Background: an optimization exercise with open tools, aiming at small area, a short achievable clock period and few clock cycles per item. Do not read the settings as production practice.
Only simulation tests tie the RTL to the original design; equivalence was not proved.
No activity file was given, so power comes from the tool's default toggle rates.

==> flow/design.v <==
module enc_filter (
    input  wire        clk,
    input  wire        rst,
    input  wire        line_in,
    input  wire [15:0] min_edge,
    output reg         level,      
    output wire        accept,     
    output wire        reject      
);
    reg        sample;
    reg        pending;
    reg        last;
    reg [15:0] left;
    wire diff = sample ^ level;
    reg [16:0] brw;
    integer i;
    always @(*) begin
        brw[0] = 1'b1;
        for (i = 0; i < 16; i = i + 1)
            brw[i+1] = brw[i] & ~left[i];
    end
    wire [15:0] left_dec = left ^ brw[15:0];
    assign reject = pending & ~diff;
    assign accept = pending & diff & last;
    always @(posedge clk) begin
        if (rst) begin
            sample  <= line_in;
            level   <= line_in;
            pending <= 1'b0;
        end else begin
            sample <= line_in;
            if (!pending) begin
                if (diff) begin
                    pending <= 1'b1;
                    left    <= min_edge;
                    last    <= (min_edge == 16'd1);
                end
            end else if (!diff || last) begin
                pending <= 1'b0;
                if (diff)
                    level <= sample;
            end else begin
                left <= left_dec;
                last <= (left == 16'd2);
            end
        end
    end
endmodule
module pos_scaler (
    input  wire        clk,
    input  wire        rst,
    input  wire [31:0] count,       
    input  wire [31:0] count_ext,   
    input  wire        req_valid,
    output wire        req_ready,
    input  wire        req_set,
    input  wire [63:0] req_value,
    input  wire [31:0] pos_num,     
    input  wire [30:0] pos_den,     
    output reg         resp_valid,
    output wire [63:0] resp_pos
);
    localparam M_IDLE = 2'd0;
    localparam M_MUL  = 2'd1;
    localparam M_DONE = 2'd2;
    localparam D_IDLE = 2'd0;
    localparam D_DIV  = 2'd1;
    localparam D_DONE = 2'd2;
    localparam F_IDLE = 2'd0;
    localparam F_LO   = 2'd1;
    localparam F_HI   = 2'd2;
    reg [1:0]  mstate;
    reg [1:0]  dst0, dst1;
    reg [1:0]  fstate;
    reg        fturn;         
    reg [63:0] offset;
    reg [63:0] QF;            
    reg [7:1]  tmf;
    reg        negf, setf, invf;
    reg        rzf;           
    reg        fcy;           
    reg [2:0]  cntm;          
    reg [3:0]  mcyc;          
    reg [7:1]  tmm;           
    reg        negm;          
    reg        setm;
    reg        wfix;          
    reg [3:0]  s_one, s_two, s_ng;                    
    reg [30:0] denm;
    reg [31:0] NM;            
    reg [31:0] HM;            
    reg [63:0] LM;            
    reg [63:0] valm;          
    wire fmove;
    wire free0 = (dst0 == D_IDLE) | ((dst0 == D_DONE) & fmove & ~fturn);
    wire free1 = (dst1 == D_IDLE) | ((dst1 == D_DONE) & fmove & fturn);
    wire xfer  = (mstate == M_DONE) & (free0 | free1);
    wire tgt   = ~free0;      
    wire hold_other = tgt ? ((dst0 != D_IDLE) & ~(fmove & ~fturn))
                          : ((dst1 != D_IDLE) & ~(fmove & fturn));
    wire m_take = (mstate == M_IDLE) | xfer;
    assign req_ready = m_take;
    wire c_sign = count_ext[31] ^ (count[31] & (count_ext[30:0] == 31'd0));
    wire c_wrap = (count_ext == 32'h8000_0000) & count[31];
    reg  [7:0]  qnz;
    reg  [3:0]  m_need;
    integer j;
    always @(*) begin
        qnz[0] = ({count[7:0], 1'b0} != 9'h000) & ({count[7:0], 1'b0} != 9'h1FF);
        qnz[4] = ({count_ext[7:0], 1'b0} != 9'h000) & ({count_ext[7:0], 1'b0} != 9'h1FF);
        for (j = 1; j < 4; j = j + 1) begin
            qnz[j]     = (count[8*j-1 +: 9] != 9'h000) & (count[8*j-1 +: 9] != 9'h1FF);
            qnz[j + 4] = (count_ext[8*j-1 +: 9] != 9'h000) & (count_ext[8*j-1 +: 9] != 9'h1FF);
        end
        m_need = 4'd1;
        for (j = 0; j < 8; j = j + 1)
            if (qnz[j]) m_need = j + 1;
    end
    function [2:0] booth;
        input [2:0] b;
        begin
            booth[2] = b[1] ^ b[0];
            booth[1] = (b == 3'b100) | (b == 3'b011);
            booth[0] = b[2] & ~(b[1] & b[0]);
        end
    endfunction
    wire       nx_y = (cntm == 3'd3) ? 1'b0 : LM[7];     
    wire [8:0] nbits = m_take ? {count[7:0], 1'b0} : {LM[15:8], nx_y};
    wire       nneg = m_take ? (c_sign ^ pos_num[31]) : negm;
    wire       ntop = ~m_take & (cntm == 3'd6) & wfix;    
    reg  [2:0] nb [0:3];
    integer t;
    always @(*) begin
        for (t = 0; t < 4; t = t + 1)
            nb[t] = booth(nbits[2*t +: 3]);
    end
    wire [33:0] nx = {{2{NM[31]}}, NM};
    reg  [39:0] pp [0:3];
    reg  [33:0] px;
    always @(*) begin
        for (t = 0; t < 4; t = t + 1) begin
            px    = (s_one[t] ? nx : (s_two[t] ? {nx[32:0], 1'b0} : 34'd0)) ^ {34{s_ng[t]}};
            pp[t] = {{6{px[33]}}, px} << (2 * t);
        end
    end
    wire [39:0] op_h = {{8{HM[31]}}, HM};
    wire [39:0] ng_b = {33'd0, s_ng[3], 1'b0, s_ng[2], 1'b0, s_ng[1], 1'b0, s_ng[0]};
    wire [39:0] a1s  = op_h ^ pp[0] ^ pp[1];
    wire [39:0] a1c  = {((op_h & pp[0]) | (op_h & pp[1]) | (pp[0] & pp[1])), 1'b0};
    wire [39:0] a2s  = pp[2] ^ pp[3] ^ ng_b;
    wire [39:0] a2c  = {((pp[2] & pp[3]) | (pp[2] & ng_b) | (pp[3] & ng_b)), 1'b0};
    wire [39:0] b1s  = a1s ^ a1c ^ a2s;
    wire [39:0] b1c  = {((a1s & a1c) | (a1s & a2s) | (a1c & a2s)), 1'b0};
    wire [39:0] c1s  = b1s ^ b1c ^ a2c;
    wire [39:0] c1c  = {((b1s & b1c) | (b1s & a2c) | (b1c & a2c)), 1'b0};
    wire [39:0] msum = c1s + c1c;
    wire m_last = ({1'b0, cntm} + 4'd1 == mcyc);
    wire [32:0] den3m = {1'b0, denm, 1'b0} + {2'b00, denm};
    wire        last0, last1;
    wire [63:0] vlo0, vlo1, val0, val1;
    wire [30:0] rem0, rem1;
    wire [7:1]  tm0, tm1;
    wire        neg0, neg1, set0, set1;
    pos_div u_d0 (
        .clk(clk), .load(xfer & ~tgt),
        .ld_h(HM), .ld_l(LM), .ld_den(denm), .ld_den3(den3m), .ld_m(mcyc),
        .ld_tm(tmm), .ld_neg(negm), .ld_set(setm), .ld_val(valm),
        .div_en(dst0 == D_DIV),
        .last(last0), .vlo(vlo0), .rem(rem0), .tm(tm0), .neg(neg0), .set(set0),
        .val(val0)
    );
    pos_div u_d1 (
        .clk(clk), .load(xfer & tgt),
        .ld_h(HM), .ld_l(LM), .ld_den(denm), .ld_den3(den3m), .ld_m(mcyc),
        .ld_tm(tmm), .ld_neg(negm), .ld_set(setm), .ld_val(valm),
        .div_en(dst1 == D_DIV),
        .last(last1), .vlo(vlo1), .rem(rem1), .tm(tm1), .neg(neg1), .set(set1),
        .val(val1)
    );
    assign fmove = (fstate == F_IDLE) & (fturn ? (dst1 == D_DONE) : (dst0 == D_DONE));
    assign resp_pos = QF;
    wire        fhi = (fstate == F_HI);
    reg  [31:0] qmask;
    integer k;
    always @(*) begin
        for (k = 0; k < 32; k = k + 1)
            qmask[k] = (k < 4) ? 1'b1 : (~fhi | tmf[k >> 2]);
    end
    wire [31:0] fq   = (QF[31:0] & qmask) ^ {32{invf}};
    wire        fcin = fhi ? fcy : (setf ? (~negf | ~rzf) : (negf & rzf));
    wire [32:0] fsum = {1'b0, offset[31:0]} + {1'b0, fq} + {32'd0, fcin};
    always @(posedge clk) begin
        if (rst) begin
            mstate     <= M_IDLE;
            dst0       <= D_IDLE;
            dst1       <= D_IDLE;
            fstate     <= F_IDLE;
            fturn      <= 1'b0;
            resp_valid <= 1'b0;
            offset     <= 64'd0;
        end else begin
            resp_valid <= 1'b0;
            case (mstate)
                M_IDLE: if (req_valid) mstate <= M_MUL;
                M_MUL:  if (m_last) mstate <= M_DONE;
                default: if (xfer) mstate <= req_valid ? M_MUL : M_IDLE;
            endcase
            case (dst0)
                D_IDLE: if (xfer & ~tgt) dst0 <= D_DIV;
                D_DIV:  if (last0) dst0 <= D_DONE;
                default: if (fmove & ~fturn) dst0 <= (xfer & ~tgt) ? D_DIV : D_IDLE;
            endcase
            case (dst1)
                D_IDLE: if (xfer & tgt) dst1 <= D_DIV;
                D_DIV:  if (last1) dst1 <= D_DONE;
                default: if (fmove & fturn) dst1 <= (xfer & tgt) ? D_DIV : D_IDLE;
            endcase
            if (xfer)
                fturn <= hold_other ? ~tgt : tgt;
            else if (fmove)
                fturn <= ~fturn;
            case (fstate)
                F_IDLE: begin
                    if (fmove) begin
                        fstate <= F_LO;
                        if (fturn ? set1 : set0)
                            offset <= fturn ? val1 : val0;
                    end
                end
                default: begin
                    fstate <= fhi ? F_IDLE : F_HI;
                    if (fhi)
                        resp_valid <= 1'b1;
                    if (setf)
                        offset <= {fsum[31:0], offset[63:32]};
                    else
                        offset <= {offset[31:0], offset[63:32]};
                end
            endcase
        end
    end
    always @(posedge clk) begin
        if (fstate == F_IDLE) begin
            QF   <= fturn ? vlo1 : vlo0;
            rzf  <= fturn ? (rem1 == 31'd0) : (rem0 == 31'd0);
            tmf  <= fturn ? tm1 : tm0;
            negf <= fturn ? neg1 : neg0;
            setf <= fturn ? set1 : set0;
            invf <= fturn ? (neg1 ^ set1) : (neg0 ^ set0);
        end else begin
            fcy <= fsum[32];
            if (setf)
                QF <= {offset[31:0], QF[63:32]};
            else
                QF <= {fsum[31:0], QF[63:32]};
        end
    end
    always @(posedge clk) begin
        for (t = 0; t < 4; t = t + 1) begin
            s_one[t] <= nb[t][2];
            s_two[t] <= nb[t][1];
            s_ng[t]  <= (nb[t][0] ^ nneg ^ (t == 3 ? ntop : 1'b0)) & (nb[t][2] | nb[t][1]);
        end
        if (m_take) begin
            LM   <= {count_ext, count};
            HM   <= 32'd0;
            NM   <= pos_num;
            denm <= pos_den;
            valm <= req_value;
            negm <= c_sign ^ pos_num[31];
            wfix <= c_wrap;
            mcyc <= m_need;
            for (j = 1; j < 8; j = j + 1)
                tmm[j] <= (j < {m_need, 1'b0});
            setm <= req_set;
            cntm <= 3'd0;
        end else if (mstate == M_MUL) begin
            HM   <= msum[39:8];
            LM   <= {msum[7:0], LM[63:8]};
            cntm <= cntm + 3'd1;
        end
    end
endmodule
module pos_div (
    input  wire        clk,
    input  wire        load,
    input  wire [31:0] ld_h,
    input  wire [63:0] ld_l,
    input  wire [30:0] ld_den,
    input  wire [32:0] ld_den3,
    input  wire [3:0]  ld_m,
    input  wire [7:1]  ld_tm,
    input  wire        ld_neg,
    input  wire        ld_set,
    input  wire [63:0] ld_val,
    input  wire        div_en,
    output wire        last,
    output wire [63:0] vlo,
    output wire [30:0] rem,
    output reg  [7:1]  tm,
    output reg         neg,
    output reg         set,
    output reg  [63:0] val
);
    reg [6:0]  cntd;          
    reg [30:0] den;
    reg [32:0] den3;          
    reg [30:0] R;             
    reg [95:0] V;             
    assign vlo = V[63:0];
    assign rem = R;
    wire [30:0] sm1  = den | (den >> 1);
    wire [30:0] sm2  = sm1 | (sm1 >> 2);
    wire [30:0] sm4  = sm2 | (sm2 >> 4);
    wire [30:0] sm8  = sm4 | (sm4 >> 8);
    wire [30:0] sm16 = sm8 | (sm8 >> 16);
    wire [30:0] ge_p = ~(sm16 >> 1);
    wire [46:0] w16 = {R, V[95:80]};
    wire [38:0] w8  = {R, V[95:88]};
    wire ok16 = (cntd[6:4] != 3'd0) & ~|w16[46:31] & ~|(w16[30:0] & ge_p);
    wire ok8  = (cntd[6:3] != 4'd0) & ~|w8[38:31]  & ~|(w8[30:0]  & ge_p);
    wire [33:0] xw  = {1'b0, R, V[95], V[94]};
    wire [33:0] dA  = xw - {3'b000, den};
    wire [33:0] dB  = xw - {2'b00, den, 1'b0};
    wire [33:0] dC  = xw - {1'b0, den3};
    wire        q1  = ~dB[33];
    wire        q2  = q1 ? ~dC[33] : ~dA[33];
    wire [30:0] r2  = q1 ? (q2 ? dC[30:0] : dB[30:0]) : (q2 ? dA[30:0] : xw[30:0]);
    wire [6:0] cnt_dec = ok16 ? cntd - 7'd16 : (ok8 ? cntd - 7'd8 : cntd - 7'd2);
    assign last = (cnt_dec == 7'd0);
    always @(posedge clk) begin
        if (load) begin
            V    <= {ld_h, ld_l};
            R    <= 31'd0;
            den  <= ld_den;
            den3 <= ld_den3;
            cntd <= 7'd32 + {ld_m, 3'b000};
            tm   <= ld_tm;
            neg  <= ld_neg;
            set  <= ld_set;
            val  <= ld_val;
        end else if (div_en) begin
            if (ok16) begin
                R <= w16[30:0];
                V <= {V[79:0], 16'd0};
            end else if (ok8) begin
                R <= w8[30:0];
                V <= {V[87:0], 8'd0};
            end else begin
                R <= r2;
                V <= {V[93:0], q1, q2};
            end
            cntd <= cnt_dec;
        end
    end
endmodule
module enc_scaler (
    input  wire        clk,
    input  wire        rst,
    input  wire        enc_a,
    input  wire        enc_b,
    input  wire [15:0] min_edge,
    input  wire        cnt_load,
    input  wire [31:0] cnt_load_count,
    input  wire [31:0] cnt_load_ext,
    input  wire        fault_load,
    input  wire [31:0] fault_load_val,
    input  wire        status_clr,
    output wire        filt_a,
    output wire        filt_b,
    output reg  [31:0] count,
    output reg  [31:0] count_ext,
    output reg         wrap_flag,
    output reg  [31:0] fault_count,
    output reg         fault_sat,
    input  wire        req_valid,
    output wire        req_ready,
    input  wire        req_set,
    input  wire [63:0] req_value,
    input  wire [31:0] pos_num,
    input  wire [30:0] pos_den,
    output wire        resp_valid,
    output wire [63:0] resp_pos
);
    wire acc_a, rej_a, acc_b, rej_b;
    enc_filter u_fa (
        .clk(clk), .rst(rst), .line_in(enc_a), .min_edge(min_edge),
        .level(filt_a), .accept(acc_a), .reject(rej_a)
    );
    enc_filter u_fb (
        .clk(clk), .rst(rst), .line_in(enc_b), .min_edge(min_edge),
        .level(filt_b), .accept(acc_b), .reject(rej_b)
    );
    wire both    = acc_a & acc_b;
    wire step    = acc_a ^ acc_b;                
    wire up      = acc_a ? (filt_a == filt_b) : (filt_a != filt_b);
    reg  [32:0] c_inc, c_dec, e_inc, e_dec;
    integer i;
    always @(*) begin
        c_inc[0] = 1'b1; c_dec[0] = 1'b1;
        e_inc[0] = 1'b1; e_dec[0] = 1'b1;
        for (i = 0; i < 32; i = i + 1) begin
            c_inc[i+1] = c_inc[i] &  count[i];
            c_dec[i+1] = c_dec[i] & ~count[i];
            e_inc[i+1] = e_inc[i] &  count_ext[i];
            e_dec[i+1] = e_dec[i] & ~count_ext[i];
        end
    end
    wire at_max  = c_inc[31] & ~count[31];       
    wire at_min  = c_dec[31] &  count[31];       
    wire wrap_up = step &  up & at_max;          
    wire wrap_dn = step & ~up & at_min;
    wire [31:0] count_step = count ^ (up ? c_inc[31:0] : c_dec[31:0]);
    wire [31:0] ext_step   = count_ext ^ (wrap_dn ? e_dec[31:0] : e_inc[31:0]);
    wire [2:0] fault_inc = {rej_a & rej_b, rej_a ^ rej_b, both};
    wire [3:0] f_lo      = {1'b0, fault_count[2:0]} + {1'b0, fault_inc};
    reg  [29:0] f_all;                           
    always @(*) begin
        f_all[0] = 1'b1;
        for (i = 0; i < 29; i = i + 1)
            f_all[i+1] = f_all[i] & fault_count[i+3];
    end
    wire        f_ovf      = f_lo[3] & f_all[29];
    wire [31:0] fault_next = f_ovf ? 32'hFFFF_FFFF :
                             {fault_count[31:3] ^ (f_all[28:0] & {29{f_lo[3]}}), f_lo[2:0]};
    always @(posedge clk) begin
        if (rst) begin
            count       <= 32'd0;
            count_ext   <= 32'd0;
            wrap_flag   <= 1'b0;
            fault_count <= 32'd0;
            fault_sat   <= 1'b0;
        end else begin
            if (cnt_load) begin
                count     <= cnt_load_count;
                count_ext <= cnt_load_ext;
            end else begin
                if (step)
                    count <= count_step;
                if (wrap_up | wrap_dn)
                    count_ext <= ext_step;
            end
            if ((wrap_up | wrap_dn) & ~cnt_load)
                wrap_flag <= 1'b1;
            else if (status_clr)
                wrap_flag <= 1'b0;
            if (fault_load)
                fault_count <= fault_load_val;
            else
                fault_count <= fault_next;
            if (!fault_load && fault_inc != 3'd0 && (f_ovf | (f_all[29] & (f_lo == 4'b0111))))
                fault_sat <= 1'b1;
            else if (status_clr)
                fault_sat <= 1'b0;
        end
    end
    pos_scaler u_ps (
        .clk(clk), .rst(rst), .count(count), .count_ext(count_ext),
        .req_valid(req_valid), .req_ready(req_ready),
        .req_set(req_set), .req_value(req_value),
        .pos_num(pos_num), .pos_den(pos_den),
        .resp_valid(resp_valid), .resp_pos(resp_pos)
    );
endmodule
==> flow/run.sh <==
#!/bin/bash
# synth_recipe.tcl (not shown) runs the flow's synth.tcl, then flattens the netlist and writes it again
# the make line also repeats each setting of config.mk as NAME=value (left out here)
make -C /OpenROAD-flow-scripts/flow DESIGN_CONFIG=/design/flow/config.mk WORK_HOME=/design/flow/orfs CLKGATE_MAP_FILE= SYNTH_SCRIPT=/design/flow/synth_recipe.tcl finish
==> flow/config.mk <==
export PLATFORM = sky130hd
export DESIGN_NAME = enc_scaler
export DESIGN_NICKNAME = enc_scaler
export VERILOG_FILES = /design/flow/design.v
export SDC_FILE = /design/flow/constraint.sdc
export NUM_CORES = 4
export LEC_CHECK = 0
export CAP_MARGIN = 20
export CORE_MARGIN = 2
export CORE_UTILIZATION = 40
export PLACE_DENSITY = 0.6
export SETUP_SLACK_MARGIN = 5
export SLEW_MARGIN = 20
==> flow/constraint.sdc <==
create_clock -name core_clock -period 10.0 [get_ports {clk}]
set_input_delay 2.0000 -clock core_clock [delete_from_list [all_inputs] [get_ports {clk}]]
set_output_delay 2.0000 -clock core_clock [all_outputs]
set_load 0.01 [all_outputs]
==> impl_metrics.yaml, run 1 <==
timing:
  rsz0062_at_grt: "yes"
  hold_viol_final: 0
  slew_headroom: 0.224
  period_needed_ns: 5.06
  whs_ns: 0.432
  fin_tns_setup_ns: 0
  period_share: 0.506
  report.final.slew_viol_count: 0
  fin_ws_ns: 4.94
  clock.fmax_ghz: 0.198
  setup_viol: 0
  worst_pin_slew_ns: 1.16
  fin_skew_ns: 0.0716
routing:
  drtIter0Drc: 6241
  detail-route-antenna-nets: 0
  viasPerCell: 5.83
  vias: 60943
  drc: 0
  wl_per_cell_um: 23.9
  routed_wl_mm: 250
  first_pass_iters: 6
synth:
  synth_ff_type: "edfxtp_1"
  syn_area_um2: 70700
  avgSynthCellArea_um2: 9.11
  yosys-top-cells-count: "nand2_1, edfxtp_1, o21ai_0"
  synthMostInstantiatedCell: "nand2_1"
  synth-edff-count: 716
  async_reset_ff_frac: 0
  yosysTopAreaCellShare: 0.304
  synth_warnings: 6
  yosysUniqueCellTypes: 96
  netlist_instances: 7761
  yosys.area.top_type: "edfxtp_1"
  syn_nets: 8507
  ys_top_cells_by_area: "edfxtp_1, dfxtp_1, ha_1"
  yosysSeqAreaShare: 0.403
  ys_ff_latch: 1066
global_route:
  grt_pass1_wl_mm: 370
  use_met2: 0.424
  grt_pass1_vias: 58071
  grtUsageMet3: 0.0429
  use_met1: 0.358
  grt_antenna_before_repair: 10
  grt_max_degree: 212
  grt_busiest_layer: "met2"
  track_usage: 0.267
  overflow: 0
setup_path:
  cp.arrival_ns: 5.71
  crit_path_end_kind: "flop"
  path_class: "flop to flop"
  crit_fanout: 5
  start_kind: "flop"
  worstPathRequired_ns: 10.65
  r2r_slack_ns: 4.94
clocking:
  htreeDepth: 3
  clk_latency_ns: 0.81
  path_clk_slew_ns: 0.06
  clock-sinks: 1066
  cts_hold_buf: 0
  numCtsBuffers: 121
  cts_max_path_buffers: 3
  cts_tree: "done"
  cts_root_buffer: "clkbuf_16"
power:
  power_switching_uw: 11200
  switching_share: 0.440
  power.leakage_uw: 0.0320
  p_clk_frac: 0.181
  p_per_area_nw_per_um2: 309
  combPwrFrac: 0.584
  seq_power_share: 0.235
  internal_power_uw: 14300
  ir_drop_v: 0.000321
floorplanning:
  fp.dieH_um: 425
  fp.dieW_um: 425
  die-area_um2: 180000
  core_um2: 176000
  initial_utilization: 0.402
  io_pins: 414
  fp-row-count: 154
final_layout:
  fin_util: 0.468
  drive_gt1_frac: 0.0670
  nNetsFinal: 8751
  stdcell_count: 10457
  area_growth_pct: 16.4
place:
  numPortBuffers: 413
  dpl.hpwl_mm: 179
  dpl.cell_count: 10146
  globalplace.congestion: 0.965
  place_ws_ns: 3.97
run_status:
  outcome: "finished clean"
flow_run:
  maxCapViolCount: 0
min_path:
  min_path_type: "flop to flop"
through the flow:
step	cell area (um^2)	total power, uW
after detailed placement	76800	19000
after CTS	81800	24600
final	82300	25400
after global placement	76800	19000
after floorplan	70800	15300
after global routing	82300	27200
cell type report:
class | instances | area, um^2
Fill cell | 16720 | 93600
Multi-Input combinational cell | 5756 | 39300
Sequential cell | 1066 | 28500
Timing Repair Buffer | 550 | 5470
Clock buffer | 163 | 3360
Tap cell | 2340 | 2930
Inverter | 505 | 1950
Clock inverter | 69 | 747
Timing Repair inverter | 5 | 43.8
Antenna cell | 3 | 7.51
power groups by stage:
stage / clock network (uW) / registers [uW] / logic (uW)
after floorplan: 0 / 5630 / 9630
after global placement: 0 / 6020 / 13000
after detailed placement: 0 / 6020 / 13000
after CTS: 4690 / 5930 / 13900
after global routing: 4870 / 5980 / 16300
final: 4610 / 5970 / 14900
per-layer routing:
metal	wire length (um)	share of wire
met5	52	0.00021
met4	11700	0.047
met3	18800	0.075
met2	113000	0.45
met1	106000	0.42
cells in the final DEF (no fill, tap or decap), types with 99 or more instances in the layout:
| cell type | count |
|---|---|
| a211oi_1 | 102 |
| a21o_1 | 125 |
| a21oi_1 | 521 |
| a22oi_1 | 133 |
| buf_4 | 99 |
| clkbuf_16 | 124 |
| clkdlybuf4s50_1 | 410 |
| dfxtp_1 | 342 |
| edfxtp_1 | 716 |
| fa_1 | 112 |
| ha_1 | 367 |
| inv_1 | 493 |
| mux2i_1 | 319 |
| nand2_1 | 1030 |
| nand3_1 | 141 |
| nor2_1 | 539 |
| nor3_1 | 115 |
| o211ai_1 | 116 |
| o21ai_0 | 597 |
| xnor2_1 | 335 |
| xor2_1 | 174 |
cell families (layout without fill, tap and decap cells):
logic type | after synthesis | after routing | synth area share
AND/OR/NAND/NOR | 2267 | 2274 | 0.142
AO/OA/AOI/OAI | 2125 | 2125 | 0.191
flip-flops | 1066 | 1066 | 0.403
buffers and inverters | 946 | 1292 | 0.0512
XOR/XNOR | 511 | 511 | 0.0633
adder cells (fa/ha/maj) | 498 | 498 | 0.100
multiplexers | 347 | 347 | 0.0496
other | 1 | 4 | 0.0000530
state kept, by name, indices dropped and copies added (netlist names), 64 cells and up:
signal         cells
u_ps.u_d1.val     64
u_ps.u_d1.V       96
u_ps.u_d0.val     64
u_ps.offset       64
u_ps.QF           64
u_ps.LM           64
u_ps.valm         64
u_ps.u_d0.V       96
worst max-delay path, cell delays in order (launching register included):
cell,delay [ns]
dfxtp_4,0.35
buf_12,0.13
nor2b_4,0.15
buf_6,0.13
buf_6,0.09
buf_6,0.11
a22oi_2,0.06
xor2_1,0.18
fa_1,0.50
fa_1,0.53
inv_2,0.04
fa_1,0.53
ha_4,0.33
o21a_1,0.14
o21ai_2,0.08
o31ai_4,0.31
a21boi_4,0.12
o21ai_2,0.21
a21o_1,0.19
buf_6,0.11
nor2_2,0.03
o21bai_1,0.17
a21oi_2,0.08
xor2_1,0.14
a221oi_1,0.23
final timing paths:
kind | from | endpoint | cells after the start
setup / recovery | u_ps.s_one[0] | u_ps.HM[23] | 24
hold / removal | u_ps.valm[5] | u_ps.u_d1.val[5] | 0
setup reg to reg | u_ps.s_one[0] | u_ps.HM[23] | 24
hold reg to reg | u_ps.valm[5] | u_ps.u_d1.val[5] | 0
repair_timing:
action | CTS | global route
pin swaps | 31 | 42
gates resized for setup | 94 | 75
setup endpoints to repair | 165 | 107
cloned | 12 | 2
buffers inserted | 38 | 24
Testbench counts, summed over its fixed seeds: cycles 12,471, items 800.
==> inputs of run 2 (changes only) <==
--- a/flow/design.v
+++ b/flow/design.v
@@ -98,7 +98,8 @@
     wire tgt   = ~free0;      
     wire hold_other = tgt ? ((dst0 != D_IDLE) & ~(fmove & ~fturn))
                           : ((dst1 != D_IDLE) & ~(fmove & fturn));
-    wire m_take = (mstate == M_IDLE) | xfer;
+    reg  rdy;                 
+    wire m_take = rdy;
     assign req_ready = m_take;
     wire c_sign = count_ext[31] ^ (count[31] & (count_ext[30:0] == 31'd0));
     wire c_wrap = (count_ext == 32'h8000_0000) & count[31];
@@ -189,54 +190,70 @@
     wire [31:0] fq   = (QF[31:0] & qmask) ^ {32{invf}};
     wire        fcin = fhi ? fcy : (setf ? (~negf | ~rzf) : (negf & rzf));
     wire [32:0] fsum = {1'b0, offset[31:0]} + {1'b0, fq} + {32'd0, fcin};
+    reg [1:0] mstate_n, dst0_n, dst1_n, fstate_n;
+    reg       fturn_n;
+    always @(*) begin
+        mstate_n = mstate;
+        dst0_n   = dst0;
+        dst1_n   = dst1;
+        fstate_n = fstate;
+        fturn_n  = fturn;
+        case (mstate)
+            M_IDLE: if (req_valid) mstate_n = M_MUL;
+            M_MUL:  if (m_last) mstate_n = M_DONE;
+            default: if (xfer) mstate_n = req_valid ? M_MUL : M_IDLE;
+        endcase
+        case (dst0)
+            D_IDLE: if (xfer & ~tgt) dst0_n = D_DIV;
+            D_DIV:  if (last0) dst0_n = D_DONE;
+            default: if (fmove & ~fturn) dst0_n = (xfer & ~tgt) ? D_DIV : D_IDLE;
+        endcase
+        case (dst1)
+            D_IDLE: if (xfer & tgt) dst1_n = D_DIV;
+            D_DIV:  if (last1) dst1_n = D_DONE;
+            default: if (fmove & fturn) dst1_n = (xfer & tgt) ? D_DIV : D_IDLE;
+        endcase
+        if (xfer)
+            fturn_n = hold_other ? ~tgt : tgt;
+        else if (fmove)
+            fturn_n = ~fturn;
+        case (fstate)
+            F_IDLE: if (fmove) fstate_n = F_LO;
+            default: fstate_n = fhi ? F_IDLE : F_HI;
+        endcase
+        if (rst) begin
+            mstate_n = M_IDLE;
+            dst0_n   = D_IDLE;
+            dst1_n   = D_IDLE;
+            fstate_n = F_IDLE;
+            fturn_n  = 1'b0;
+        end
+    end
+    wire fmove_n = (fstate_n == F_IDLE) & (fturn_n ? (dst1_n == D_DONE) : (dst0_n == D_DONE));
+    wire free0_n = (dst0_n == D_IDLE) | ((dst0_n == D_DONE) & fmove_n & ~fturn_n);
+    wire free1_n = (dst1_n == D_IDLE) | ((dst1_n == D_DONE) & fmove_n & fturn_n);
+    wire take_n  = (mstate_n == M_IDLE) | ((mstate_n == M_DONE) & (free0_n | free1_n));
     always @(posedge clk) begin
+        mstate <= mstate_n;
+        dst0   <= dst0_n;
+        dst1   <= dst1_n;
+        fstate <= fstate_n;
+        fturn  <= fturn_n;
+        rdy    <= take_n;
         if (rst) begin
-            mstate     <= M_IDLE;
-            dst0       <= D_IDLE;
-            dst1       <= D_IDLE;
-            fstate     <= F_IDLE;
-            fturn      <= 1'b0;
             resp_valid <= 1'b0;
             offset     <= 64'd0;
         end else begin
-            resp_valid <= 1'b0;
-            case (mstate)
-                M_IDLE: if (req_valid) mstate <= M_MUL;
-                M_MUL:  if (m_last) mstate <= M_DONE;
-                default: if (xfer) mstate <= req_valid ? M_MUL : M_IDLE;
-            endcase
-            case (dst0)
-                D_IDLE: if (xfer & ~tgt) dst0 <= D_DIV;
-                D_DIV:  if (last0) dst0 <= D_DONE;
-                default: if (fmove & ~fturn) dst0 <= (xfer & ~tgt) ? D_DIV : D_IDLE;
-            endcase
-            case (dst1)
-                D_IDLE: if (xfer & tgt) dst1 <= D_DIV;
-                D_DIV:  if (last1) dst1 <= D_DONE;
-                default: if (fmove & fturn) dst1 <= (xfer & tgt) ? D_DIV : D_IDLE;
-            endcase
-            if (xfer)
-                fturn <= hold_other ? ~tgt : tgt;
-            else if (fmove)
-                fturn <= ~fturn;
-            case (fstate)
-                F_IDLE: begin
-                    if (fmove) begin
-                        fstate <= F_LO;
-                        if (fturn ? set1 : set0)
-                            offset <= fturn ? val1 : val0;
-                    end
-                end
-                default: begin
-                    fstate <= fhi ? F_IDLE : F_HI;
-                    if (fhi)
-                        resp_valid <= 1'b1;
-                    if (setf)
-                        offset <= {fsum[31:0], offset[63:32]};
-                    else
-                        offset <= {offset[31:0], offset[63:32]};
-                end
-            endcase
+            resp_valid <= fhi;
+            if (fmove) begin
+                if (fturn ? set1 : set0)
+                    offset <= fturn ? val1 : val0;
+            end else if (fstate != F_IDLE) begin
+                if (setf)
+                    offset <= {fsum[31:0], offset[63:32]};
+                else
+                    offset <= {offset[31:0], offset[63:32]};
+            end
         end
     end
     always @(posedge clk) begin
==> run 2 against run 1 <==
Largest cell class unchanged. Clock skew is 0.019 ns lower. Clock-buffer cell count is 8 higher. Maximum frequency is 5.6% lower. Still clean on timing, DRC and antenna.
==> impl_metrics.yaml, run 2 <==
timing:
  whs_ns: 0.436
  fin_ws_ns: 4.64
  period_share: 0.536
  worst_pin_slew_ns: 1.10
  fin_tns_setup_ns: 0
  report.final.slew_viol_count: 0
  fin_skew_ns: 0.0527
  rsz0062_at_grt: "yes"
  setup_viol: 0
  period_needed_ns: 5.36
  clock.fmax_ghz: 0.187
  slew_headroom: 0.270
  hold_viol_final: 0
power:
  ir_drop_v: 0.000366
  p_per_area_nw_per_um2: 286
  power.leakage_uw: 0.0315
setup_path:
  crit_path_end_kind: "flop"
  worstSetupStartpoint: "u_ps.s_one[0]"
  regToRegStartpoint: "u_ps.s_one[0]"
  start_kind: "flop"
  cp.arrival_ns: 6.05
  crit_fanout: 5
  worstPathRequired_ns: 10.69
  path_class: "flop to flop"
routing:
  wl_met3_mm: 20.2
  first_pass_iters: 10
  wl_per_cell_um: 24.2
  drc: 0
  highest_layer: "met5"
  detail-route-antenna-nets: 0
  drtIter0Drc: 6263
  vias: 59978
  met2_length_mm: 112
  wl_met1_mm: 105
  routed_wl_mm: 248
  viasPerCell: 5.85
global_route:
  overflow: 0
  grt_pass1_vias: 56954
  grt_pass1_wl_mm: 365
  grt_max_degree: 203
  track_usage: 0.265
  grt_antenna_before_repair: 9
final_layout:
  nNetsFinal: 8564
  mostFrequentLayoutCell: "nand2_1"
  top_regs: "u_ps.u_d0.V x96, u_ps.u_d1.V x96"
  fin_area_um2: 82200
  stdcell_count: 10254
  final_cell_mix: "nand2_1, edfxtp_1, a21oi_1"
  drive_gt1_frac: 0.0746
  area_growth_pct: 16.8
clocking:
  numCtsBuffers: 130
  clk_latency_ns: 0.82
  cts_tree: "done"
  clock-sinks: 1067
  cts_max_path_buffers: 3
  cts_root_buffer: "clkbuf_16"
  cts_hold_buf: 0
  path_clk_slew_ns: 0.06
  htreeDepth: 4
synth:
  yosys.area.top_type: "edfxtp_1"
  syn_area_um2: 70300
  synth_warnings: 6
  yosys-top-cells-count: "nand2_1, edfxtp_1, a21oi_1"
  yosysUniqueCellTypes: 106
  netlist_instances: 7577
  synthMostInstantiatedCell: "nand2_1"
  async_reset_ff_frac: 0
  synth_ff_type: "edfxtp_1"
  yosysSeqAreaShare: 0.406
  yosysTopAreaCellShare: 0.306
  ys_ff_latch: 1067
  synth-edff-count: 716
  ys_top_cells_by_area: "edfxtp_1, dfxtp_1, ha_1"
  syn_nets: 8325
  avgSynthCellArea_um2: 9.28
place:
  dpl_cell_area_um2: 76500
  dpl.cell_count: 9959
  dpl.hpwl_mm: 179
  globalplace.congestion: 0.987
  numPortBuffers: 413
  place_ws_ns: 4.18
min_path:
  hp-start: "u_ps.valm[62]"
  min_path_type: "flop to flop"
floorplanning:
  die-area_um2: 179000
  fp.dieW_um: 423
  initial_utilization: 0.404
  core_um2: 174000
  io_pins: 414
  fp.dieH_um: 423
  fp-row-count: 153
run_status:
  outcome: "finished clean"
flow_run:
  maxCapViolCount: 0
run 2: area by class of cell:
class,count,area [um^2]
diodes,3,7.51
clock buffers,171,3490
clock inverters,71,813
fillers,16536,92100
inverters,479,1830
multi-input cells,5600,39100
flip-flops and latches,1067,28600
well taps,2325,2910
repair buffers,538,5430
run 2: cells by family after synthesis:
| logic type | after synthesis | share of synthesized area |
|---|---|---|
| AOI/OAI and AO/OA | 2136 | 0.192 |
| and+or+nand+nor | 2091 | 0.135 |
| DFF | 1067 | 0.406 |
| buffers and inverters | 910 | 0.0497 |
| adders and majority gates | 500 | 0.101 |
| xor gates and xnor gates | 499 | 0.0621 |
| muxes | 373 | 0.0546 |
| other | 1 | 0.0000533 |
run 2: per-layer routing:
metal,track usage,vias up
met4,0.104,2
met2,0.415,2606
met3,0.0509,504
li1,-,27870
met5,0,-
met1,0.360,28996
run 2: worst max-delay path, stage by stage (launching register included):
cell       delay, ns
dfxtp_4         0.35
buf_12          0.13
nor2b_4         0.18
buf_6           0.17
buf_6           0.11
a22oi_1         0.07
xor2_1          0.18
fa_1            0.50
fa_1            0.49
inv_1           0.05
fa_1            0.48
ha_4            0.27
o21a_1          0.14
o2111ai_2       0.23
o211ai_1        0.16
a31o_4          0.27
a2111oi_4       0.26
nor2_2          0.09
a21o_1          0.23
a2111oi_4       0.33
nor3_2          0.11
a31oi_1         0.17
xnor2_1         0.10
a22o_1          0.20
run 2: through the flow:
stage	power, uW	utilization
3_5_place_dp	16700	0.439
2_1_floorplan	13900	-
6_report	23500	0.472
3_3_place_gp	16600	0.439
5_1_grt	25000	0.472
4_1_cts	22700	0.469
run 2: what timing repair did:
action | CTS | global route
buffers inserted | 19 | 22
gates resized for setup | 102 | 73
pin swaps | 48 | 52
endpoints found under the setup margin | 158 | 175
gates cloned | 7 | 2
run 2: where the power goes:
group | switching [uW] | internal (uW)
Sequential | 575 | 5100
Combinational | 7220 | 5760
Clock | 2080 | 2790
Total | 9870 | 13600
run 2: path summary, 6_finish.rpt:
path | to | slack (ns) | cells past startpoint
hold reg to reg | u_ps.u_d1.val[62] | 0.44 | 0
setup reg to reg | u_ps.HM[17] | 4.64 | 23
hold / removal | u_ps.u_d1.val[62] | 0.44 | 0
setup / recovery | u_ps.HM[17] | 4.64 | 23
Testbench counts of run 2, summed over its fixed seeds: cycles 12,471, items 800.
==> inputs of run 3 (changes only) <==
--- a/flow/design.v
+++ b/flow/design.v
@@ -75,9 +75,8 @@
     reg        fturn;         
     reg [63:0] offset;
     reg [63:0] QF;            
-    reg [7:1]  tmf;
-    reg        negf, setf, invf;
-    reg        rzf;           
+    reg        setf, invf;
+    reg        fcin0;         
     reg        fcy;           
     reg [2:0]  cntm;          
     reg [3:0]  mcyc;          
@@ -91,11 +90,11 @@
     reg [31:0] HM;            
     reg [63:0] LM;            
     reg [63:0] valm;          
-    wire fmove;
+    reg  fmove;               
+    reg  xfer;                
+    reg  tgt;                 
     wire free0 = (dst0 == D_IDLE) | ((dst0 == D_DONE) & fmove & ~fturn);
     wire free1 = (dst1 == D_IDLE) | ((dst1 == D_DONE) & fmove & fturn);
-    wire xfer  = (mstate == M_DONE) & (free0 | free1);
-    wire tgt   = ~free0;      
     wire hold_other = tgt ? ((dst0 != D_IDLE) & ~(fmove & ~fturn))
                           : ((dst1 != D_IDLE) & ~(fmove & fturn));
     reg  rdy;                 
@@ -178,18 +177,22 @@
         .last(last1), .vlo(vlo1), .rem(rem1), .tm(tm1), .neg(neg1), .set(set1),
         .val(val1)
     );
-    assign fmove = (fstate == F_IDLE) & (fturn ? (dst1 == D_DONE) : (dst0 == D_DONE));
     assign resp_pos = QF;
     wire        fhi = (fstate == F_HI);
-    reg  [31:0] qmask;
+    wire [31:0] fq   = QF[31:0] ^ {32{invf}};
+    wire        fcin = fhi ? fcy : fcin0;
+    wire [32:0] fsum = {1'b0, offset[31:0]} + {1'b0, fq} + {32'd0, fcin};
+    wire [63:0] mv   = fturn ? vlo1 : vlo0;
+    wire [7:1]  mtm  = fturn ? tm1 : tm0;
+    reg  [63:0] mq;
     integer k;
     always @(*) begin
-        for (k = 0; k < 32; k = k + 1)
-            qmask[k] = (k < 4) ? 1'b1 : (~fhi | tmf[k >> 2]);
+        for (k = 0; k < 64; k = k + 1)
+            mq[k] = mv[k] & ((k < 36) ? 1'b1 : mtm[(k - 32) >> 2]);
     end
-    wire [31:0] fq   = (QF[31:0] & qmask) ^ {32{invf}};
-    wire        fcin = fhi ? fcy : (setf ? (~negf | ~rzf) : (negf & rzf));
-    wire [32:0] fsum = {1'b0, offset[31:0]} + {1'b0, fq} + {32'd0, fcin};
+    wire mneg = fturn ? neg1 : neg0;
+    wire mset = fturn ? set1 : set0;
+    wire mrz  = fturn ? (rem1 == 31'd0) : (rem0 == 31'd0);
     reg [1:0] mstate_n, dst0_n, dst1_n, fstate_n;
     reg       fturn_n;
     always @(*) begin
@@ -232,7 +235,8 @@
     wire fmove_n = (fstate_n == F_IDLE) & (fturn_n ? (dst1_n == D_DONE) : (dst0_n == D_DONE));
     wire free0_n = (dst0_n == D_IDLE) | ((dst0_n == D_DONE) & fmove_n & ~fturn_n);
     wire free1_n = (dst1_n == D_IDLE) | ((dst1_n == D_DONE) & fmove_n & fturn_n);
-    wire take_n  = (mstate_n == M_IDLE) | ((mstate_n == M_DONE) & (free0_n | free1_n));
+    wire xfer_n  = (mstate_n == M_DONE) & (free0_n | free1_n);
+    wire take_n  = (mstate_n == M_IDLE) | xfer_n;
     always @(posedge clk) begin
         mstate <= mstate_n;
         dst0   <= dst0_n;
@@ -240,6 +244,9 @@
         fstate <= fstate_n;
         fturn  <= fturn_n;
         rdy    <= take_n;
+        fmove  <= fmove_n;
+        xfer   <= xfer_n;
+        tgt    <= ~free0_n;
         if (rst) begin
             resp_valid <= 1'b0;
             offset     <= 64'd0;
@@ -258,12 +265,10 @@
     end
     always @(posedge clk) begin
         if (fstate == F_IDLE) begin
-            QF   <= fturn ? vlo1 : vlo0;
-            rzf  <= fturn ? (rem1 == 31'd0) : (rem0 == 31'd0);
-            tmf  <= fturn ? tm1 : tm0;
-            negf <= fturn ? neg1 : neg0;
-            setf <= fturn ? set1 : set0;
-            invf <= fturn ? (neg1 ^ set1) : (neg0 ^ set0);
+            QF    <= mq;
+            setf  <= mset;
+            invf  <= mneg ^ mset;
+            fcin0 <= mset ? (~mneg | ~mrz) : (mneg & mrz);
         end else begin
             fcy <= fsum[32];
             if (setf)
@@ -336,6 +341,8 @@
     wire [38:0] w8  = {R, V[95:88]};
     wire ok16 = (cntd[6:4] != 3'd0) & ~|w16[46:31] & ~|(w16[30:0] & ge_p);
     wire ok8  = (cntd[6:3] != 4'd0) & ~|w8[38:31]  & ~|(w8[30:0]  & ge_p);
+    wire [34:0] w4 = {R, V[95:92]};
+    wire ok4  = (cntd[6:2] != 5'd0) & ~|w4[34:31]  & ~|(w4[30:0]  & ge_p);
     wire [33:0] xw  = {1'b0, R, V[95], V[94]};
     wire [33:0] dA  = xw - {3'b000, den};
     wire [33:0] dB  = xw - {2'b00, den, 1'b0};
@@ -343,7 +350,7 @@
     wire        q1  = ~dB[33];
     wire        q2  = q1 ? ~dC[33] : ~dA[33];
     wire [30:0] r2  = q1 ? (q2 ? dC[30:0] : dB[30:0]) : (q2 ? dA[30:0] : xw[30:0]);
-    wire [6:0] cnt_dec = ok16 ? cntd - 7'd16 : (ok8 ? cntd - 7'd8 : cntd - 7'd2);
+    wire [6:0] cnt_dec = ok16 ? cntd - 7'd16 : (ok8 ? cntd - 7'd8 : (ok4 ? cntd - 7'd4 : cntd - 7'd2));
     assign last = (cnt_dec == 7'd0);
     always @(posedge clk) begin
         if (load) begin
@@ -363,6 +370,9 @@
             end else if (ok8) begin
                 R <= w8[30:0];
                 V <= {V[87:0], 8'd0};
+            end else if (ok4) begin
+                R <= w4[30:0];
+                V <= {V[91:0], 4'd0};
             end else begin
                 R <= r2;
                 V <= {V[93:0], q1, q2};
==> run 3 against run 2 <==
Still clean on timing, DRC and antenna. Synthesized cell count increased by 5.1%. Final cell count increased by 3.7%. Maximum frequency grew 4.1%. Critical path type unchanged.
==> impl_metrics.yaml, run 3 <==
timing:
  period_needed_ns: 5.15
  fin_tns_setup_ns: 0
  period_share: 0.515
  fin_skew_ns: 0.0456
  worst_pin_slew_ns: 1.20
  setup_viol: 0
  report.final.slew_viol_count: 0
  rsz0062_at_grt: "yes"
  clock.fmax_ghz: 0.194
  hold_viol_final: 0
  slew_headroom: 0.195
setup_path:
  r2r_slack_ns: 4.85
  regToRegStartpoint: "u_ps.s_one[0]"
  worstPathRequired_ns: 10.72
  start_kind: "flop"
  path_class: "flop to flop"
  rr_worst_depth: 21
  crit_path_end_kind: "flop"
  cp.arrival_ns: 5.87
  crit_fanout: 15
  r2r_end: "u_ps.HM[29]"
global_route:
  grt_antenna_before_repair: 10
  track_usage: 0.275
  grt_pass1_vias: 61033
  overflow: 0
  grt_pass1_wl_mm: 391
  grt_max_degree: 186
final_layout:
  multi_input_area_um2: 41000
  fin_util: 0.467
  mostFrequentLayoutCell: "nand2_1"
  top_regs: "u_ps.u_d0.V x96, u_ps.u_d1.V x96"
  fillers: 17009
  drive_gt1_frac: 0.0719
  area_growth_pct: 16.3
  final-seq-area_um2: 28500
  final_cell_mix: "nand2_1, edfxtp_1, a21oi_1"
  nNetsFinal: 8903
floorplanning:
  core_um2: 180000
  fp.dieW_um: 429
  io_pins: 414
  fp-row-count: 156
  die-area_um2: 184000
  initial_utilization: 0.401
  fp.dieH_um: 429
synth:
  ys_top_cells_by_area: "edfxtp_1, dfxtp_1, ha_1"
  synth-edff-count: 711
  synth_ff_type: "edfxtp_1"
  netlist_instances: 7965
  syn_area_um2: 72400
  async_reset_ff_frac: 0
  synth_warnings: 6
  ys_ff_latch: 1065
  synthMostInstantiatedCell: "nand2_1"
  yosysTopAreaCellShare: 0.295
  avgSynthCellArea_um2: 9.09
  yosysUniqueCellTypes: 85
  yosysSeqAreaShare: 0.393
  syn_nets: 8717
  yosys.area.top_type: "edfxtp_1"
  yosys-top-cells-count: "nand2_1, edfxtp_1, a21oi_1"
power:
  power.leakage_uw: 0.0318
  power_switching_uw: 11500
  seq_power_share: 0.228
  internal_power_uw: 14700
  ir_drop_v: 0.000488
  p_per_area_nw_per_um2: 311
  combPwrFrac: 0.585
  switching_share: 0.438
  p_clk_frac: 0.187
min_path:
  min_path_cells: 0
  min_path_type: "flop to flop"
  hp-start: "u_ps.setm"
  holdPathEnd: "u_ps.u_d0.set"
clocking:
  path_clk_slew_ns: 0.06
  clock-sinks: 1065
  cts_root_buffer: "clkbuf_16"
  cts_tree: "done"
  clk_latency_ns: 0.82
  cts_max_path_buffers: 3
  htreeDepth: 4
  numCtsBuffers: 130
routing:
  highest_layer: "met5"
  wl_met3_mm: 23.6
  wl_per_cell_um: 24.7
  routed_wl_mm: 263
  vias: 64085
  wl_met1_mm: 110
  drtIter0Drc: 7391
  viasPerCell: 6.03
  detail-route-antenna-nets: 0
  met2_length_mm: 118
  first_pass_iters: 10
  drc: 0
place:
  dpl.hpwl_mm: 191
  globalplace.congestion: 0.982
  numPortBuffers: 413
run_status:
  outcome: "finished clean"
flow_run:
  maxCapViolCount: 0
-- run 3: changes by cell type in the layout (fill, tap and decap cells not counted), sizes merged, moves of 28 or more --
cell | before | now
o21ai | 586 | 415
a311oi | 19 | 167
nor2 | 491 | 611
mux2i | 292 | 224
a211oi | 102 | 148
nand2 | 917 | 953
a31oi | 56 | 86
a21oi | 597 | 625
a22oi | 120 | 148
-- run 3: layout make-up --
cell class | instances | area share
repair buffers | 540 | 0.0647
flip-flops and latches | 1065 | 0.338
diodes | 4 | 0.000119
clock buffers | 173 | 0.0428
clock inverters | 69 | 0.00988
multi-input cells | 5909 | 0.487
well taps | 2370 | 0.0352
inverters | 505 | 0.0227
-- run 3: worst max path at each step --
| stage | start | end | slack [ns] | depth (start not counted) |
|---|---|---|---|---|
| global route | u_ps.s_one[0] | u_ps.HM[29] | 4.65 | 22 |
| global placement | u_ps.s_one[0] | u_ps.HM[30] | 4.03 | 24 |
| CTS | u_ps.s_one[0] | u_ps.HM[30] | 4.78 | 25 |
| finish | u_ps.s_one[0] | u_ps.HM[29] | 4.85 | 21 |
| floorplan | u_ps.s_one[1] | u_ps.HM[31] | 5.03 | 22 |
| detailed placement | u_ps.s_one[0] | u_ps.HM[30] | 4.09 | 24 |
-- run 3: critical path, stage by stage, from the launching register on --
cell      delay (ns)
dfxtp_4         0.35
buf_12          0.13
nor2b_4         0.20
buf_6           0.14
buf_16          0.14
a22oi_1         0.09
xor2_1          0.18
fa_1            0.55
fa_1            0.45
fa_2            0.59
inv_1           0.09
ha_4            0.27
a21o_1          0.17
a21o_1          0.19
a221oi_2        0.28
a21o_1          0.22
a31oi_4         0.11
a211o_1         0.31
a31oi_1         0.24
xnor2_1         0.14
nand2_1         0.06
a21oi_1         0.15
-- run 3: cells by family (layout without fill, tap and decap cells) --
kind of cell	Yosys count	count (layout)	synth area share
AO/OA/AOI/OAI	2301	2301	0.210
XOR/XNOR	507	507	0.0613
adder cells (fa/ha/maj)	504	504	0.0988
buffers and inverters	991	1287	0.0520
flip-flops	1065	1065	0.393
multiplexers	303	303	0.0433
other	1	5	0.0000518
AND/OR/NAND/NOR	2293	2293	0.142
-- run 3: timing repair --
action,CTS,global route
endpoints found under the setup margin,154,162
gates cloned,7,0
setup buffers,24,18
pin swaps,58,85
hold buffers,0,0
gates resized for setup,103,89
-- run 3: power by group through the flow --
stage	clock (uW)	sequential, uW	combinational, uW
6_report	4900	5970	15300
3_5_place_dp	0	6020	13100
3_3_place_gp	0	6020	13100
4_1_cts	4990	5930	14100
5_1_grt	5150	5980	16900
2_1_floorplan	0	5620	10300
-- run 3: per-layer routing --
| metal | GRT usage | up-vias |
|---|---|---|
| met3 | 0.0547 | 570 |
| met1 | 0.369 | 30940 |
| li1 | - | 29451 |
| met5 | 0 | - |
| met4 | 0.124 | 10 |
| met2 | 0.428 | 3114 |
-- run 3: per-stage QoR --
step	instances	instance area (um^2)	setup WS (ns)	total power (uW)	hold WS (ns)
detailed placement	10340	78400	4.09	19200	0.430
global route	10634	84200	4.65	28000	0.430
CTS	10613	83700	4.78	25100	0.433
finish	10635	84200	4.85	26200	0.430
floorplan	7965	72400	5.03	15900	0.421
global placement	10340	78400	4.03	19100	0.423
Testbench counts of run 3, summed over its fixed seeds: cycles 12,057, items 800.
==> inputs of run 4 (changes only) <==
--- a/flow/design.v
+++ b/flow/design.v
@@ -63,6 +63,7 @@
     localparam M_IDLE = 2'd0;
     localparam M_MUL  = 2'd1;
     localparam M_DONE = 2'd2;
+    localparam M_PREP = 2'd3;      
     localparam D_IDLE = 2'd0;
     localparam D_DIV  = 2'd1;
     localparam D_DONE = 2'd2;
@@ -70,9 +71,10 @@
     localparam F_LO   = 2'd1;
     localparam F_HI   = 2'd2;
     reg [1:0]  mstate;
-    reg [1:0]  dst0, dst1;
+    reg [1:0]  dst [0:2];     
     reg [1:0]  fstate;
-    reg        fturn;         
+    reg [1:0]  nxt;           
+    reg [1:0]  fturn;         
     reg [63:0] offset;
     reg [63:0] QF;            
     reg        setf, invf;
@@ -84,7 +86,7 @@
     reg        negm;          
     reg        setm;
     reg        wfix;          
-    reg [3:0]  s_one, s_two, s_ng;                    
+    reg [39:0] PS, PC;        
     reg [30:0] denm;
     reg [31:0] NM;            
     reg [31:0] HM;            
@@ -92,11 +94,6 @@
     reg [63:0] valm;          
     reg  fmove;               
     reg  xfer;                
-    reg  tgt;                 
-    wire free0 = (dst0 == D_IDLE) | ((dst0 == D_DONE) & fmove & ~fturn);
-    wire free1 = (dst1 == D_IDLE) | ((dst1 == D_DONE) & fmove & fturn);
-    wire hold_other = tgt ? ((dst0 != D_IDLE) & ~(fmove & ~fturn))
-                          : ((dst1 != D_IDLE) & ~(fmove & fturn));
     reg  rdy;                 
     wire m_take = rdy;
     assign req_ready = m_take;
@@ -125,15 +122,24 @@
         end
     endfunction
     wire       nx_y = (cntm == 3'd3) ? 1'b0 : LM[7];     
-    wire [8:0] nbits = m_take ? {count[7:0], 1'b0} : {LM[15:8], nx_y};
-    wire       nneg = m_take ? (c_sign ^ pos_num[31]) : negm;
-    wire       ntop = ~m_take & (cntm == 3'd6) & wfix;    
+    wire       prep = (mstate == M_PREP);
+    wire [8:0] nbits = prep ? {LM[7:0], 1'b0} : {LM[15:8], nx_y};
+    wire       nneg = negm;
+    wire       ntop = ~prep & (cntm == 3'd6) & wfix;      
     reg  [2:0] nb [0:3];
     integer t;
     always @(*) begin
         for (t = 0; t < 4; t = t + 1)
             nb[t] = booth(nbits[2*t +: 3]);
     end
+    reg  [3:0]  s_one, s_two, s_ng;
+    always @(*) begin
+        for (t = 0; t < 4; t = t + 1) begin
+            s_one[t] = nb[t][2];
+            s_two[t] = nb[t][1];
+            s_ng[t]  = (nb[t][0] ^ nneg ^ (t == 3 ? ntop : 1'b0)) & (nb[t][2] | nb[t][1]);
+        end
+    end
     wire [33:0] nx = {{2{NM[31]}}, NM};
     reg  [39:0] pp [0:3];
     reg  [33:0] px;
@@ -143,118 +149,116 @@
             pp[t] = {{6{px[33]}}, px} << (2 * t);
         end
     end
-    wire [39:0] op_h = {{8{HM[31]}}, HM};
     wire [39:0] ng_b = {33'd0, s_ng[3], 1'b0, s_ng[2], 1'b0, s_ng[1], 1'b0, s_ng[0]};
-    wire [39:0] a1s  = op_h ^ pp[0] ^ pp[1];
-    wire [39:0] a1c  = {((op_h & pp[0]) | (op_h & pp[1]) | (pp[0] & pp[1])), 1'b0};
-    wire [39:0] a2s  = pp[2] ^ pp[3] ^ ng_b;
-    wire [39:0] a2c  = {((pp[2] & pp[3]) | (pp[2] & ng_b) | (pp[3] & ng_b)), 1'b0};
-    wire [39:0] b1s  = a1s ^ a1c ^ a2s;
-    wire [39:0] b1c  = {((a1s & a1c) | (a1s & a2s) | (a1c & a2s)), 1'b0};
-    wire [39:0] c1s  = b1s ^ b1c ^ a2c;
-    wire [39:0] c1c  = {((b1s & b1c) | (b1s & a2c) | (b1c & a2c)), 1'b0};
+    wire [39:0] a1s  = pp[0] ^ pp[1] ^ pp[2];
+    wire [39:0] a1c  = {((pp[0] & pp[1]) | (pp[0] & pp[2]) | (pp[1] & pp[2])), 1'b0};
+    wire [39:0] a2s  = pp[3] ^ ng_b ^ a1s;
+    wire [39:0] a2c  = {((pp[3] & ng_b) | (pp[3] & a1s) | (ng_b & a1s)), 1'b0};
+    wire [39:0] b1s  = a1c ^ a2s ^ a2c;
+    wire [39:0] b1c  = {((a1c & a2s) | (a1c & a2c) | (a2s & a2c)), 1'b0};
+    wire [39:0] op_h = {{8{HM[31]}}, HM};
+    wire [39:0] c1s  = op_h ^ PS ^ PC;
+    wire [39:0] c1c  = {((op_h & PS) | (op_h & PC) | (PS & PC)), 1'b0};
     wire [39:0] msum = c1s + c1c;
     wire m_last = ({1'b0, cntm} + 4'd1 == mcyc);
     wire [32:0] den3m = {1'b0, denm, 1'b0} + {2'b00, denm};
-    wire        last0, last1;
-    wire [63:0] vlo0, vlo1, val0, val1;
-    wire [30:0] rem0, rem1;
-    wire [7:1]  tm0, tm1;
-    wire        neg0, neg1, set0, set1;
-    pos_div u_d0 (
-        .clk(clk), .load(xfer & ~tgt),
-        .ld_h(HM), .ld_l(LM), .ld_den(denm), .ld_den3(den3m), .ld_m(mcyc),
-        .ld_tm(tmm), .ld_neg(negm), .ld_set(setm), .ld_val(valm),
-        .div_en(dst0 == D_DIV),
-        .last(last0), .vlo(vlo0), .rem(rem0), .tm(tm0), .neg(neg0), .set(set0),
-        .val(val0)
-    );
-    pos_div u_d1 (
-        .clk(clk), .load(xfer & tgt),
-        .ld_h(HM), .ld_l(LM), .ld_den(denm), .ld_den3(den3m), .ld_m(mcyc),
-        .ld_tm(tmm), .ld_neg(negm), .ld_set(setm), .ld_val(valm),
-        .div_en(dst1 == D_DIV),
-        .last(last1), .vlo(vlo1), .rem(rem1), .tm(tm1), .neg(neg1), .set(set1),
-        .val(val1)
-    );
+    wire [2:0]  last;
+    wire [63:0] vlo [0:2];
+    wire [63:0] val [0:2];
+    wire [30:0] rem [0:2];
+    wire [7:1]  tmd [0:2];
+    wire [2:0]  negd, setd;
+    genvar g;
+    generate
+        for (g = 0; g < 3; g = g + 1) begin : g_div
+            pos_div u_d (
+                .clk(clk), .load(xfer & (nxt == g)),
+                .ld_h(HM), .ld_l(LM), .ld_den(denm), .ld_den3(den3m), .ld_m(mcyc),
+                .ld_tm(tmm), .ld_neg(negm), .ld_set(setm), .ld_val(valm),
+                .div_en(dst[g] == D_DIV),
+                .last(last[g]), .vlo(vlo[g]), .rem(rem[g]), .tm(tmd[g]),
+                .neg(negd[g]), .set(setd[g]), .val(val[g])
+            );
+        end
+    endgenerate
     assign resp_pos = QF;
     wire        fhi = (fstate == F_HI);
     wire [31:0] fq   = QF[31:0] ^ {32{invf}};
     wire        fcin = fhi ? fcy : fcin0;
     wire [32:0] fsum = {1'b0, offset[31:0]} + {1'b0, fq} + {32'd0, fcin};
-    wire [63:0] mv   = fturn ? vlo1 : vlo0;
-    wire [7:1]  mtm  = fturn ? tm1 : tm0;
+    wire [63:0] mv   = vlo[fturn];
+    wire [7:1]  mtm  = tmd[fturn];
     reg  [63:0] mq;
     integer k;
     always @(*) begin
         for (k = 0; k < 64; k = k + 1)
             mq[k] = mv[k] & ((k < 36) ? 1'b1 : mtm[(k - 32) >> 2]);
     end
-    wire mneg = fturn ? neg1 : neg0;
-    wire mset = fturn ? set1 : set0;
-    wire mrz  = fturn ? (rem1 == 31'd0) : (rem0 == 31'd0);
-    reg [1:0] mstate_n, dst0_n, dst1_n, fstate_n;
-    reg       fturn_n;
+    wire mneg = negd[fturn];
+    wire mset = setd[fturn];
+    wire mrz  = (rem[fturn] == 31'd0);
+    function [1:0] inc3;
+        input [1:0] x;
+        inc3 = (x == 2'd2) ? 2'd0 : x + 2'd1;
+    endfunction
+    reg [1:0] mstate_n, fstate_n, nxt_n, fturn_n;
+    reg [1:0] dst_n [0:2];
+    integer u;
     always @(*) begin
         mstate_n = mstate;
-        dst0_n   = dst0;
-        dst1_n   = dst1;
         fstate_n = fstate;
-        fturn_n  = fturn;
+        nxt_n    = xfer ? inc3(nxt) : nxt;
+        fturn_n  = fmove ? inc3(fturn) : fturn;
         case (mstate)
-            M_IDLE: if (req_valid) mstate_n = M_MUL;
+            M_IDLE: if (req_valid) mstate_n = M_PREP;
+            M_PREP: mstate_n = M_MUL;
             M_MUL:  if (m_last) mstate_n = M_DONE;
-            default: if (xfer) mstate_n = req_valid ? M_MUL : M_IDLE;
-        endcase
-        case (dst0)
-            D_IDLE: if (xfer & ~tgt) dst0_n = D_DIV;
-            D_DIV:  if (last0) dst0_n = D_DONE;
-            default: if (fmove & ~fturn) dst0_n = (xfer & ~tgt) ? D_DIV : D_IDLE;
-        endcase
-        case (dst1)
-            D_IDLE: if (xfer & tgt) dst1_n = D_DIV;
-            D_DIV:  if (last1) dst1_n = D_DONE;
-            default: if (fmove & fturn) dst1_n = (xfer & tgt) ? D_DIV : D_IDLE;
+            default: if (xfer) mstate_n = req_valid ? M_PREP : M_IDLE;
         endcase
-        if (xfer)
-            fturn_n = hold_other ? ~tgt : tgt;
-        else if (fmove)
-            fturn_n = ~fturn;
+        for (u = 0; u < 3; u = u + 1) begin
+            dst_n[u] = dst[u];
+            case (dst[u])
+                D_IDLE: if (xfer & (nxt == u)) dst_n[u] = D_DIV;
+                D_DIV:  if (last[u]) dst_n[u] = D_DONE;
+                default: if (fmove & (fturn == u)) dst_n[u] = (xfer & (nxt == u)) ? D_DIV : D_IDLE;
+            endcase
+        end
         case (fstate)
             F_IDLE: if (fmove) fstate_n = F_LO;
             default: fstate_n = fhi ? F_IDLE : F_HI;
         endcase
         if (rst) begin
             mstate_n = M_IDLE;
-            dst0_n   = D_IDLE;
-            dst1_n   = D_IDLE;
             fstate_n = F_IDLE;
-            fturn_n  = 1'b0;
+            nxt_n    = 2'd0;
+            fturn_n  = 2'd0;
+            for (u = 0; u < 3; u = u + 1)
+                dst_n[u] = D_IDLE;
         end
     end
-    wire fmove_n = (fstate_n == F_IDLE) & (fturn_n ? (dst1_n == D_DONE) : (dst0_n == D_DONE));
-    wire free0_n = (dst0_n == D_IDLE) | ((dst0_n == D_DONE) & fmove_n & ~fturn_n);
-    wire free1_n = (dst1_n == D_IDLE) | ((dst1_n == D_DONE) & fmove_n & fturn_n);
-    wire xfer_n  = (mstate_n == M_DONE) & (free0_n | free1_n);
+    wire fmove_n = (fstate_n == F_IDLE) & (dst_n[fturn_n] == D_DONE);
+    wire free_n  = (dst_n[nxt_n] == D_IDLE) |
+                   ((dst_n[nxt_n] == D_DONE) & fmove_n & (fturn_n == nxt_n));
+    wire xfer_n  = (mstate_n == M_DONE) & free_n;
     wire take_n  = (mstate_n == M_IDLE) | xfer_n;
     always @(posedge clk) begin
         mstate <= mstate_n;
-        dst0   <= dst0_n;
-        dst1   <= dst1_n;
         fstate <= fstate_n;
+        nxt    <= nxt_n;
         fturn  <= fturn_n;
+        for (u = 0; u < 3; u = u + 1)
+            dst[u] <= dst_n[u];
         rdy    <= take_n;
         fmove  <= fmove_n;
         xfer   <= xfer_n;
-        tgt    <= ~free0_n;
         if (rst) begin
             resp_valid <= 1'b0;
             offset     <= 64'd0;
         end else begin
             resp_valid <= fhi;
             if (fmove) begin
-                if (fturn ? set1 : set0)
-                    offset <= fturn ? val1 : val0;
+                if (mset)
+                    offset <= val[fturn];
             end else if (fstate != F_IDLE) begin
                 if (setf)
                     offset <= {fsum[31:0], offset[63:32]};
@@ -278,11 +282,8 @@
         end
     end
     always @(posedge clk) begin
-        for (t = 0; t < 4; t = t + 1) begin
-            s_one[t] <= nb[t][2];
-            s_two[t] <= nb[t][1];
-            s_ng[t]  <= (nb[t][0] ^ nneg ^ (t == 3 ? ntop : 1'b0)) & (nb[t][2] | nb[t][1]);
-        end
+        PS <= b1s;
+        PC <= b1c;
         if (m_take) begin
             LM   <= {count_ext, count};
             HM   <= 32'd0;
==> run 4 against run 3 <==
Final area up 29%. Sequential share of layout area up 0.76 points. Routed wire length up 45%. Global-route usage up 3.1 points. Register-to-register slack better by 0.03 ns. Sequential power up 49%. Clock-buffer cell count up 48. Final cell count up 31%. Worst setup slack better by 0.031 ns. Utilization down 0.44 points. Maximum frequency up 0.60%. Largest power group unchanged. Highest routed layer unchanged.
==> impl_metrics.yaml, run 4 <==
run_status:
  outcome: "finished clean"
timing:
  rsz0062_at_grt: "yes"
  hold_viol_final: 0
  slew_headroom: 0.208
  worst_pin_slew_ns: 1.19
  fin_tns_setup_ns: 0
  period_share: 0.512
  period_needed_ns: 5.12
routing:
  routed_wl_mm: 382
  detail-route-antenna-nets: 0
  vias: 86305
  viasPerCell: 6.18
  first_pass_iters: 14
  wl_per_cell_um: 27.3
  drtIter0Drc: 10721
synth:
  syn_area_um2: 94300
  synthMostInstantiatedCell: "nand2_1"
  syn_nets: 11382
  synth_warnings: 12
  yosys-top-cells-count: "nand2_1, edfxtp_1, nor2_1"
  yosysTopAreaCellShare: 0.302
  avgSynthCellArea_um2: 8.97
  yosysSeqAreaShare: 0.398
  yosysUniqueCellTypes: 111
  synth_ff_type: "edfxtp_1"
  synth-edff-count: 947
  netlist_instances: 10518
floorplanning:
  fp.dieH_um: 490
  core_um2: 235000
  io_pins: 414
  initial_utilization: 0.402
  fp.dieW_um: 490
min_path:
  hp-start: "u_ps.valm[5]"
  min_path_type: "flop to flop"
  holdPathEnd: "u_ps.g_div[1].u_d.val[5]"
  min_path_cells: 0
clocking:
  clk_latency_ns: 0.89
  clock-sinks: 1400
  path_clk_slew_ns: 0.06
  numCtsBuffers: 167
  htreeDepth: 4
  cts_max_path_buffers: 3
final_layout:
  regMostFlops: "u_ps.g_div.u_d.V"
  largest_reg_flops: 288
  fin_util: 0.463
  final_cell_mix: "nand2_1, edfxtp_1, nor2_1"
  mostFrequentLayoutCell: "nand2_1"
  drive_gt1_frac: 0.0708
  stdcell_count: 13964
  nNetsFinal: 11515
flow_run:
  maxCapViolCount: 0
place:
  numPortBuffers: 413
  dpl.cell_count: 13571
  globalplace.congestion: 0.993
setup_path:
  crit_path_end_kind: "flop"
  path_class: "flop to flop"
  start_kind: "flop"
  r2r_end: "u_ps.rdy"
  cp.arrival_ns: 5.82
  regToRegStartpoint: "u_ps.g_div[1].u_d.R[26]"
  crit_fanout: 40
  worstPathRequired_ns: 10.70
global_route:
  use_met1: 0.420
  grt_busiest_layer: "met2"
  grt_pass1_vias: 81306
  track_usage: 0.306
  use_met2: 0.461
  grt_antenna_before_repair: 31
  grt_max_degree: 184
power:
  power.leakage_uw: 0.0415
  p_per_area_nw_per_um2: 277
-- run 4: where the power goes --
group,switching [uW],internal (uW),leakage (uW),total (uW)
sequential,1640,7280,0.0126,8920
clock,2790,3920,0.00290,6710
combinational,8660,5780,0.0260,14400
-- run 4: critical path, cell delays in order (launching register included) --
cell and delay, ns:
dfxtp_1 0.46, or4_1 0.62, nor3_2 0.25, o21ai_0 0.20, nor4bb_2 0.59, and4_1 0.38
nand3_2 0.27, buf_12 0.33, or3_1 0.33, nand4_1 0.13, and4bb_1 0.26, a21oi_1 0.32
a211oi_2 0.14, a41oi_1 0.32, a31oi_1 0.15, buf_4 0.18
-- run 4: area by class of cell --
cell class / instances / area (um^2) / share of cell area
well taps: 3150 / 3940 / 0.0363
repair buffers: 609 / 5870 / 0.0541
flip-flops and latches: 1400 / 37500 / 0.346
inverters: 523 / 1990 / 0.0184
clock inverters: 94 / 1420 / 0.0131
diodes: 17 / 42.5 / 0.000392
multi-input cells: 7950 / 53200 / 0.490
clock buffers: 221 / 4580 / 0.0422
-- run 4: metrics by stage --
step	cell area, um^2	setup WS, ns	total power, uW	hold WS [ns]
2_1_floorplan	94300	5.51	18000	0.431
3_3_place_gp	101000	4.05	22600	0.441
3_5_place_dp	101000	3.93	22700	0.447
4_1_cts	108000	4.93	29700	0.438
5_1_grt	109000	4.95	31800	0.444
6_report	109000	4.88	30100	0.453
-- run 4: metal layers --
metal | part of all wire | wire length [um] | up-vias
li1 | - | - | 38746
met1 | 0.42 | 160000 | 42094
met2 | 0.43 | 165000 | 4535
met3 | 0.095 | 36100 | 916
met4 | 0.055 | 21200 | 14
met5 | 0.00019 | 71 | -
-- run 4: cell families (layout without fill, tap and decap cells) --
group / after synthesis / count (layout) / synth area share
buffers and inverters: 1178 / 1447 / 0.0473
AO/OA/AOI/OAI: 3133 / 3133 / 0.215
flip-flops: 1400 / 1400 / 0.398
adder cells (fa/ha/maj): 616 / 616 / 0.0910
other: 1 / 18 / 0.0000398
multiplexers: 427 / 427 / 0.0464
AND/OR/NAND/NOR: 3205 / 3215 / 0.151
XOR/XNOR: 558 / 558 / 0.0518
-- run 4: how the worst max path moves through the flow --
stage and endpoint:
2_1_floorplan u_ps.offset[58], 3_3_place_gp u_ps.g_div[0].u_d.R[8], 3_5_place_dp u_ps.g_div[0].u_d.R[23], 4_1_cts u_ps.g_div[0].u_d.R[23]
5_1_grt u_ps.g_div[1].u_d.den3[30], 6_report u_ps.rdy
-- run 4: what timing repair did --
| item | CTS | global route |
|---|---|---|
| cloned | 4 | 8 |
| setup endpoints to repair | 168 | 191 |
| pin swaps | 9 | 20 |
| gates resized for setup | 62 | 105 |
| hold buffers | 0 | 0 |
| buffers inserted | 16 | 32 |
Testbench counts of run 4, summed over its fixed seeds: cycles 9,226, items 800.
